Source: an optimization exercise on an open RTL-to-GDS flow (aim: small area, a short achievable clock period and few clock cycles per item). Production flows keep margins and buffers that such runs may drop.
In this exercise RTL edits were held to simulation tests only and were not proved equivalent to the original.
Power and IR drop assume default switching activity.

==> flow/design.v, too long to show whole: its modules and the start of the top module <==
// module fpu_round: 62 lines
// module fpu_lzc26: 30 lines
// module fpu_norm: 14 lines
// module fpu_add48: 232 lines
// module fpu_mul24: 995 lines
// module tangram_fpu: 231 lines
module tangram_fpu (
    input  wire        clk,
    input  wire        rst,         
    input  wire        in_valid,
    output wire        in_ready,
    input  wire [3:0]  in_fn,       
    input  wire [31:0] in_a,
    input  wire [31:0] in_b,
    input  wire [1:0]  in_frm,      
    input  wire        in_ftz,
    output reg         out_valid,
    input  wire        out_ready,
    output reg  [31:0] out_result,
    output reg  [3:0]  out_flags    
);
  // ...
==> flow/flow/run.sh <==
#!/bin/bash
# The standard layout, with the port buffers that buffer_ports inserts made
# sky130_fd_sc_hd__buf_2 instead of its default pick (a delay buffer).
set -euo pipefail
export BUFFER_PORTS_ARGS="-buffer_cell sky130_fd_sc_hd__buf_2"
bash standard.sh > standard.log 2>&1
==> flow/standard.sh <==
#!/bin/bash
# synth_recipe.tcl (not shown) runs the flow's synth.tcl, then flattens the netlist and writes it again
# the make line also repeats each setting of config.mk as NAME=value (left out here)
make -C /OpenROAD-flow-scripts/flow DESIGN_CONFIG=/design/flow/config.mk WORK_HOME=/design/flow/orfs CLKGATE_MAP_FILE= SYNTH_SCRIPT=/design/flow/synth_recipe.tcl "${@:-finish}"
==> flow/config.mk <==
export PLATFORM = sky130hd
export DESIGN_NAME = tangram_fpu
export DESIGN_NICKNAME = tangram_fpu
export VERILOG_FILES = /design/flow/design.v
export SDC_FILE = /design/flow/constraint.sdc
export NUM_CORES = 4
export LEC_CHECK = 0
export ABC_AREA = 1
export CAP_MARGIN = 20
export CORE_MARGIN = 2
export CORE_UTILIZATION = 65
export SLEW_MARGIN = 20
==> flow/constraint.sdc <==
create_clock -name core_clock -period 26.0 [get_ports {clk}]
set_input_delay 5.2000 -clock core_clock [delete_from_list [all_inputs] [get_ports {clk}]]
set_output_delay 5.2000 -clock core_clock [all_outputs]
set_load 0.01 [all_outputs]
==> results by group, run 1 <==
Cells and area
  • Largest registers: s2 x48, x1 x48, y1 x48
  • Multi-In Gates: 4309
  • Most common cell after layout, fill and taps aside: nand2_1
  • Nets: 6198
  • Finished Core Util: 69.4%
  • Number of non-clock buffers: 211
  • Filler Cell Count: 5436

Global routing
  • M2 GR Usage: 70.3%
  • GR peak layer: met2
  • Largest net degree at the start of global routing: 117

Pwr
  • Clock Power Share: 14.5%
  • P_sw: 2.14 mW
  • Clk pwr: 596 uW
  • Worst ir drop on vdd: 105 uV
  • Net Sw Frac: 51.9%

Routing
  • Vias: 42900
  • Post-DRT Antenna Nets: 0
  • Highest routed layer: met5
  • Met3 WL: 23.0 mm
  • Met1 wire length: 53.9 mm
  • Wirelength per Cell: 23.9 um

CTS
  • H-tree depth: 2
  • CTS Sinks: 333

STA
  • Setup Skew: 47.5 ps
  • Min Tclk post-route: 6340 ps
  • Post-Route Setup TNS: 0 ps
  • RSZ-0062 raised after global routing: false

Synth
  • Synth Area in Simple Gates: 24.3%
  • Post-synthesis adder-cell area fraction: 17.9%
  • Leading cell type by number of instances after synthesis: nand2_1
  • Syn Inst Count: 5787
  • Post-synthesis net count: 6291
  • Mux cell area share after synthesis: 0.121%
  • XOR/XNOR Fraction of Synth Area: 7.59%
  • Most frequent cells after synthesis: nand2_1, inv_1, nand3_1

Critical path
  • Startpoint Class: flop
  • CP endpoint kind: output port
  • Max Fanout on Critical Path: 1
  • Reg-to-reg endpoint: y1[41]

Flow run
  • Max Cap Viol: 0

Status
  • Status: no timing/DRC/antenna violations

Placement
  • Port buffer count: 112
Testbench counts, summed over its fixed seeds: cycles 16,032, items 16,000.
==> inputs of run 2 (changes only) <==
--- a/flow/config.mk
+++ b/flow/config.mk
@@ -9,4 +9,5 @@
 export CAP_MARGIN = 20
 export CORE_MARGIN = 2
 export CORE_UTILIZATION = 65
+export PLACE_DENSITY = 0.85
 export SLEW_MARGIN = 20
==> results by group, run 2 <==
Synth
  • YS warnings: 2 (unchanged)
  • Number of synthesized flops with an enable pin: 291 (unchanged)
  • Post-synthesis cell area: 41500 um2 (unchanged)
  • Yosys cell types: 71 (unchanged)
  • Leading cell type by number of instances after synthesis: nand2_1 (unchanged)
  • Syn Inst Count: 5787 (unchanged)
  • Main synth FF type: edfxtp_1 (unchanged)
  • Yosys reg bits: 333 (unchanged)
  • Yosys top cell by area: edfxtp_1 (unchanged)
  • Asr flop ratio synth: 0% (unchanged)
  • Post-synthesis net count: 6291 (unchanged)
  • Post-synth top area share: 21.0% (unchanged)
  • Most frequent cells after synthesis: nand2_1, inv_1, nand3_1 (unchanged)
  • Largest cells by area after synthesis: edfxtp_1, fa_1, nand2_1, xor2_1, inv_1 (unchanged)
  • Seq/Total Area, Yosys: 23.1% (unchanged)
  • Syn Area/Cell: 7.18 um2 (unchanged)

Routing
  • Vias: 42800 (was 42900)
  • Post-DR vias/cell: 6.52 (about the same)
  • Drt first pass iters: 10 (was 9)
  • Wirelength per Cell: 22.9 um (was 23.9 um)
  • Post-DRT Antenna Nets: 0 (unchanged)
  • Final wirelength: 150 mm (was 157 mm)
  • Starting DRT DRC Count: 6781 (was 6869)
  • DRC: 0 (unchanged)

Global routing
  • Vias in the first global route: 40900 (was 40200)
  • Total grt overflow: 0 (unchanged)
  • Largest net degree at the start of global routing: 115 (was 117)
  • Initial antenna violation count: 5 (was 3)
  • Gr usage total: 44.7% (was 46.4%)
  • Global-route wire length before repair: 229 mm (was 237 mm)

Placement
  • GPL Wtd Cong: 1.05 (about the same)
  • Port buffer count: 112 (unchanged)
  • Post-Place Cell Area: 42400 um2 (about the same)
  • Detailed Place HPWL: 107 mm (was 112 mm)

Hold path
  • Hold wc startpoint: rm1[1] (unchanged)
  • Hold path endpoint: rm2[1] (unchanged)
  • Hold crit path type: reg2reg (unchanged)
  • Hold Path Cell Cnt: 0 (unchanged)

CTS
  • CTS root buf: clkbuf_16 (unchanged)
  • Max clock buf depth: 3 (unchanged)
  • H-tree depth: 2 (unchanged)
  • CTS Sinks: 333 (unchanged)
  • TritonCTS clock tree: built (unchanged)
  • Setup Fix Bufs, Post-CTS: 0 (unchanged)
  • Gates resized, CTS repair: 0 (unchanged)
  • CTS buffer count: 40 (was 41)
  • Clock slew at reported path FFs: 60 ps (about the same)
  • Worst skew pair latency: 610 ps (was 630 ps)
  • Hold-fix buffers at CTS: 0 (unchanged)

Floorplanning
  • Die area: 65900 um2 (unchanged)
  • Top-Level Pins: 113 (unchanged)
  • Core area: 63100 um2 (unchanged)
  • Initial Util: 65.8% (unchanged)
  • Width of the die: 257 um (unchanged)
  • Die height: 257 um (unchanged)
  • Row cnt: 92 (unchanged)

Pwr
  • Internal Dissipation: 1.95 mW (was 1.98 mW)
  • Worst ir drop on vdd: 91.2 uV (was 105 uV)
  • Reg power frac: 20.1% (was 19.6%)
  • Clock Power Share: 14.0% (was 14.5%)
  • Logic gate share of total power: 65.9% (about the same)
  • P_sw: 2.06 mW (was 2.14 mW)
  • PnR Total Power: 4.02 mW (was 4.12 mW)
  • Cell area power density: 91.9 nW/um2 (was 94.1 nW/um2)
  • Net Sw Frac: 51.4% (was 51.9%)
  • P_leak: 20.9 nW (was 21.0 nW)

Cells and area
  • Area Overhead vs Synth: 5.20% (was 5.41%)
  • Nets: 6194 (was 6198)
  • Filler Cell Count: 5273 (was 5436)
  • Final instance area: 43700 um2 (was 43800 um2)
  • Most frequent cells in the layout: nand2_1, inv_1, nand3_1, o21ai_0, nor2_1 (unchanged)
  • Largest registers: s2 x48, x1 x48, y1 x48 (unchanged)
  • Layout cells sized above 1: 6.78% (about the same)
  • Most common cell after layout, fill and taps aside: nand2_1 (unchanged)

Critical path
  • Reg-to-reg endpoint: y1[39] (was y1[41])
  • Crit Path Category: reg2reg (was reg2out)
  • CP endpoint kind: flop (was output port)
  • Max Fanout on Critical Path: 55 (was 1)
  • Startpoint Class: flop (unchanged)
  • FF-to-FF path depth: 24 (unchanged)
  • Worst EP required: 26340 ps (was 20800 ps)
  • Worst Path Arrival: 6800 ps (was 1140 ps)
  • RR Startpoint: b_hid (unchanged)
  • Reg2Reg Setup Slack: 19540 ps (was 19670 ps)

STA
  • RSZ-0062 raised after global routing: false (unchanged)
  • Fin crit share: 24.8% (was 24.4%)
  • Final Hold Vio Count: 0 (unchanged)
  • Final setup fails: 0 (unchanged)
  • Setup Skew: 32.2 ps (was 47.5 ps)
  • Fmax: 155 MHz (was 158 MHz)
  • Final Max Tran Viols: 0 (unchanged)
  • Min Tclk post-route: 6460 ps (was 6340 ps)
  • Slew HR: 16.7% (was 21.1%)
  • Post-Route Setup TNS: 0 ps (unchanged)
  • Slew @ Worst Pin: 1250 ps (was 1180 ps)

Flow run
  • Max Cap Viol: 0 (unchanged)

Status
  • Status: no timing/DRC/antenna violations (unchanged)
## run 2: cell types whose count changed in the layout (fill, tap and decap cells not counted), moves of 2 or more
| cell | previous run | this run |
|---|---|---|
| diode_2 | 3 | 1 |
| clkbuf_8 | 0 | 2 |
| buf_4 | 97 | 95 |
| clkinv_2 | 8 | 10 |
| bufinv_16 | 4 | 2 |
| clkinv_1 | 35 | 29 |
| inv_6 | 2 | 4 |
| clkinvlp_4 | 3 | 5 |
| clkbuf_1 | 4 | 6 |
## run 2: kinds of logic (layout without fill, tap and decap cells)
| kind of cell | after synthesis | in the layout | share of synthesized area [%] |
|---|---|---|---|
| simple gates | 2372 | 2372 | 24.3 |
| buf+inv | 1145 | 1079 | 11.0 |
| flops | 333 | 333 | 23.1 |
| fa+ha+maj | 429 | 429 | 17.9 |
| xor+xnor | 360 | 360 | 7.59 |
| compound gates | 1143 | 1143 | 16.1 |
| mux | 5 | 5 | 0.121 |
| other cells | 0 | 1 | 0 |
## run 2: final cells by class
class / count / area, um2 / area share, %
clock buffer: 48 / 1050 / 2.41
inverter: 798 / 3010 / 6.90
clock inverter: 25 / 255 / 0.584
tap: 846 / 1060 / 2.42
antenna: 1 / 2.50 / 0.00573
sequential: 333 / 9580 / 21.9
multi-input combinational: 4309 / 27400 / 62.8
timing repair buffer: 208 / 1290 / 2.96
## run 2: power groups by stage
| stage | logic (mW) | registers, mW | clock network [mW] |
|---|---|---|---|
| after detailed placement | 2.52 | 0.814 | 0 |
| after floorplan | 1.71 | 0.795 | 0 |
| after global routing | 2.88 | 0.815 | 0.582 |
| final | 2.65 | 0.809 | 0.563 |
| after CTS | 2.53 | 0.804 | 0.564 |
| after global placement | 2.47 | 0.812 | 0 |
## run 2: worst max-delay path by stage
stage / from / to / slack [ps] / cells past startpoint
global placement: out_ready / out_result[5] / 19870 / 4
finish: b_hid / y1[39] / 19540 / 24
detailed placement: out_ready / out_result[14] / 19860 / 4
global route: b_hid / y1[39] / 19220 / 24
floorplan: k_valid / a0[0] / 18580 / 2
CTS: out_result[20] / out_result[20] / 19660 / 1
## run 2: worst max-delay path: stages (launching register included)
cell      delay [ps]
edfxtp_1         320
buf_4            510
clkinv_1         190
nor2_1           220
inv_1            100
ha_1             230
fa_1             380
inv_1            170
nand3_4          100
nand2_2          120
nand2_2           80
nand2_4          390
nand2_1          130
nand2_2          140
nand2_1           90
nand2_2           90
nand2_2           70
nand2_4           90
nand2_4           70
nor2_2           590
inv_2            510
nor2_2           980
nand4_1          290
nand3_1          180
nand3_1          110
## run 2: metrics by stage
step                      hold WS (ps)  setup WS (ps)  instances  util [%]
after floorplan                    400          18580       5787         -
after global placement             402          19870       6493      67.1
after detailed placement           407          19860       6493      67.1
after CTS                          419          19660       6566      69.2
after global routing               420          19220       6567      69.3
final                              417          19540       6568      69.3
## run 2: metal layers
| metal | share of wire (%) | routed length [um] | global-route usage (%) | vias to the layer above |
|---|---|---|---|---|
| met5 | 0.038 | 57 | 0 | - |
| met4 | 8.8 | 13200 | 29.2 | 8 |
| met3 | 15 | 22600 | 15.9 | 1051 |
| met2 | 42 | 63400 | 67.7 | 3530 |
| met1 | 34 | 51100 | 53.8 | 19300 |
| li1 | - | - | - | 18900 |
==> inputs of run 3 (changes only) <==
--- a/flow/config.mk
+++ b/flow/config.mk
@@ -9,5 +9,4 @@
 export CAP_MARGIN = 20
 export CORE_MARGIN = 2
 export CORE_UTILIZATION = 65
-export PLACE_DENSITY = 0.85
-export SLEW_MARGIN = 20
+export SLEW_MARGIN = 60
==> results by group, run 3 <==
Cells and area
  • Most common cell after layout, fill and taps aside: nand2_1 (unchanged)
  • Area Overhead vs Synth: 6.37% (was 5.20%)
  • Nets: 6215 (was 6194)
  • Non-filler cells, final: 6591 (was 6568)
  • Largest registers: s2 x48, x1 x48, y1 x48 (unchanged)
  • Most frequent cells in the layout: nand2_1, inv_1, nand3_1, o21ai_0, nor2_1 (unchanged)
  • Final instance area: 44200 um2 (was 43700 um2)
  • Layout cells sized above 1: 7.75% (was 6.78%)
  • Finished Core Util: 70.0% (was 69.3%)

Routing
  • Starting DRT DRC Count: 6762 (was 6781)
  • Vias: 42900 (was 42800)
  • DRC: 0 (unchanged)
  • Post-DRT Antenna Nets: 0 (unchanged)
  • Final wirelength: 157 mm (was 150 mm)
  • Wirelength per Cell: 23.8 um (was 22.9 um)
  • Drt first pass iters: 11 (was 10)
  • Post-DR vias/cell: 6.51 (was 6.52)

Floorplanning
  • Top-Level Pins: 113 (unchanged)
  • Die height: 257 um (unchanged)
  • Core area: 63100 um2 (unchanged)
  • Width of the die: 257 um (unchanged)
  • Row cnt: 92 (unchanged)
  • Die area: 65900 um2 (unchanged)
  • Initial Util: 65.8% (unchanged)

CTS
  • Setup Fix Bufs, Post-CTS: 0 (unchanged)
  • Clock slew at reported path FFs: 60 ps (about the same)
  • TritonCTS clock tree: built (unchanged)
  • CTS root buf: clkbuf_16 (unchanged)
  • Gates resized, CTS repair: 0 (unchanged)
  • Max clock buf depth: 3 (unchanged)
  • Hold-fix buffers at CTS: 0 (unchanged)
  • Worst skew pair latency: 620 ps (was 610 ps)
  • CTS buffer count: 41 (was 40)
  • H-tree depth: 2 (unchanged)
  • CTS Sinks: 333 (unchanged)

Global routing
  • Global-route wire length before repair: 236 mm (was 229 mm)
  • Total grt overflow: 0 (unchanged)
  • Initial antenna violation count: 0 (was 5)
  • Largest net degree at the start of global routing: 117 (was 115)
  • Vias in the first global route: 40100 (was 40900)
  • Gr usage total: 46.3% (was 44.7%)

Critical path
  • CP endpoint kind: output port (was flop)
  • CP Cell Sequence: buf_2 (was buf_4, clkinv_1, nor2_1, inv_1, ha_1, fa_1, inv_1, nand3_4, nand2_2, nand2_2, nand2_4, nand2_1, nand2_2, nand2_1, nand2_2, nand2_2, nand2_4, nand2_4, nor2_2, inv_2, nor2_2, nand4_1, nand3_1, nand3_1)
  • Worst path bufs/invs: 1 (was 5)
  • Crit Path Category: reg2out (was reg2reg)
  • Startpoint Class: flop (unchanged)
  • Worst Path Arrival: 1130 ps (was 6800 ps)
  • Max Fanout on Critical Path: 1 (was 55)
  • CP max stage cell: edfxtp_1 (was nor2_2)
  • Max incr delay on CP: 380 ps (was 980 ps)
  • Worst EP required: 20800 ps (was 26340 ps)
  • Cell family with most CP delay: flip-flops (was simple AND/OR/NAND/NOR gates)

STA
  • Min Tclk post-route: 6330 ps (was 6460 ps)
  • Fin crit share: 24.3% (was 24.8%)
  • RSZ-0062 raised after global routing: false (unchanged)
  • Final WS setup: 19670 ps (was 19540 ps)
  • Setup Skew: 37.2 ps (was 32.2 ps)
  • Slew @ Worst Pin: 665 ps (was 1250 ps)
  • Final Max Tran Viols: 0 (unchanged)
  • Final Hold Vio Count: 0 (unchanged)
  • Post-Route Setup TNS: 0 ps (unchanged)
  • Slew HR: 55.4% (was 16.7%)
  • Final setup fails: 0 (unchanged)
  • Fmax: 158 MHz (was 155 MHz)

Placement
  • Detailed Place HPWL: 113 mm (was 107 mm)
  • Post-Place Cell Area: 42700 um2 (was 42400 um2)
  • Placed insts: 6510 (was 6493)
  • GPL Wtd Cong: 1.05 (about the same)
  • Dpl ws: 19850 ps (was 19860 ps)
  • Port buffer count: 112 (unchanged)

Synth
  • Yosys reg bits: 333 (unchanged)
  • YS warnings: 2 (unchanged)
  • Post-synthesis cell area: 41500 um2 (unchanged)
  • Yosys top cell by area: edfxtp_1 (unchanged)
  • Most frequent cells after synthesis: nand2_1, inv_1, nand3_1 (unchanged)
  • Post-synthesis net count: 6291 (unchanged)
  • Post-synth top area share: 21.0% (unchanged)
  • Syn Inst Count: 5787 (unchanged)
  • Seq/Total Area, Yosys: 23.1% (unchanged)
  • Yosys cell types: 71 (unchanged)
  • Largest cells by area after synthesis: edfxtp_1, fa_1, nand2_1, xor2_1, inv_1 (unchanged)
  • Asr flop ratio synth: 0% (unchanged)
  • Leading cell type by number of instances after synthesis: nand2_1 (unchanged)
  • Main synth FF type: edfxtp_1 (unchanged)
  • Syn Area/Cell: 7.18 um2 (unchanged)
  • Number of synthesized flops with an enable pin: 291 (unchanged)

Pwr
  • P_leak: 21.1 nW (was 20.9 nW)
  • Worst ir drop on vdd: 107 uV (was 91.2 uV)
  • Cell area power density: 93.6 nW/um2 (was 91.9 nW/um2)

Status
  • Status: no timing/DRC/antenna violations (unchanged)

Flow run
  • Max Cap Viol: 0 (unchanged)

Hold path
  • Hold crit path type: reg2reg (unchanged)
## run 3: cell counts after synthesis
Identical to the previous run, type by type.
## run 3: per-layer routing
metal  global-route usage (%)  wire length (um)  up-vias
met5                        0                 0        -
met4                     30.6             13400        0
met3                     15.7             23200      984
met2                     69.2             65900     3472
met1                     56.9             54100    19500
li1                         -                 -    19000
## run 3: cell type report
cell class | count | area [um2]
Multi-Input combinational cell | 4309 | 27600
Antenna cell | 2 | 5.00
Fill cell | 5363 | 18900
Tap cell | 846 | 1060
Clock inverter | 28 | 329
Clock buffer | 47 | 1050
Inverter | 798 | 3030
Sequential cell | 333 | 9580
Timing Repair Buffer | 228 | 1530
## run 3: cells by family (layout without fill, tap and decap cells)
| group | Yosys count | after routing | share of synthesized area (%) |
|---|---|---|---|
| AND/OR/NAND/NOR | 2372 | 2372 | 24.3 |
| AO/OA/AOI/OAI | 1143 | 1143 | 16.1 |
| adder cells (fa/ha/maj) | 429 | 429 | 17.9 |
| multiplexers | 5 | 5 | 0.121 |
| flip-flops | 333 | 333 | 23.1 |
| other | 0 | 2 | 0 |
| XOR/XNOR | 360 | 360 | 7.59 |
| buffers and inverters | 1145 | 1101 | 11.0 |
## run 3: final timing paths
| check | from | endpoint | slack (ps) | cells after the start |
|---|---|---|---|---|
| worst max-delay path | out_flags[2] | out_flags[2] | 19670 | 1 |
| worst min-delay path | rm1[1] | rm2[1] | 420 | 0 |
| worst max register to register | x1[0] | n2[1] | 20150 | 30 |
| worst min register to register | rm1[1] | rm2[1] | 420 | 0 |
## run 3: through the flow
stage / hold slack [ps] / power, mW
final: 419 / 4.13
after global routing: 430 / 4.39
after CTS: 421 / 4.00
after detailed placement: 407 / 3.39
after global placement: 403 / 3.36
after floorplan: 400 / 2.51
## run 3: report_power, final
part           total (mW)  switching [mW]  internal (mW)
Clock               0.603           0.259          0.344
Sequential          0.808          0.0770          0.731
Combinational        2.72            1.80          0.924
Total                4.13            2.14           2.00

-- what the ideal ports hide --
The flow's constraints put no driver on any port. The routed layouts listed below were extracted and timed again, unchanged, in two steps. Step 1, drivers: a clkbuf_16 drives clk and a buf_2 each remaining input, both assumed. Step 2 times the ports against the registers' clock, not the clock port: input delays grow and output delays shrink by t, the midpoint of the rising clock arrivals with the driver on. Three values: ideal ports, drivers, drivers and shift; two values: the first two.
| run | t (ns) | slack for setup (ns) | hold slack, ns |
|---|---|---|---|
| run 1 | 0.676 | 19.659 / 19.588 / 19.666 | 0.420 / 0.420 / 0.420 |
| run 2 | 0.665 | 19.540 / 19.540 / 19.540 | 0.417 / 0.417 / 0.417 |
| run 3 | 0.667 | 19.669 / 19.599 / 19.830 | 0.419 / 0.419 / 0.419 |
After both steps every run listed still meets setup and hold.
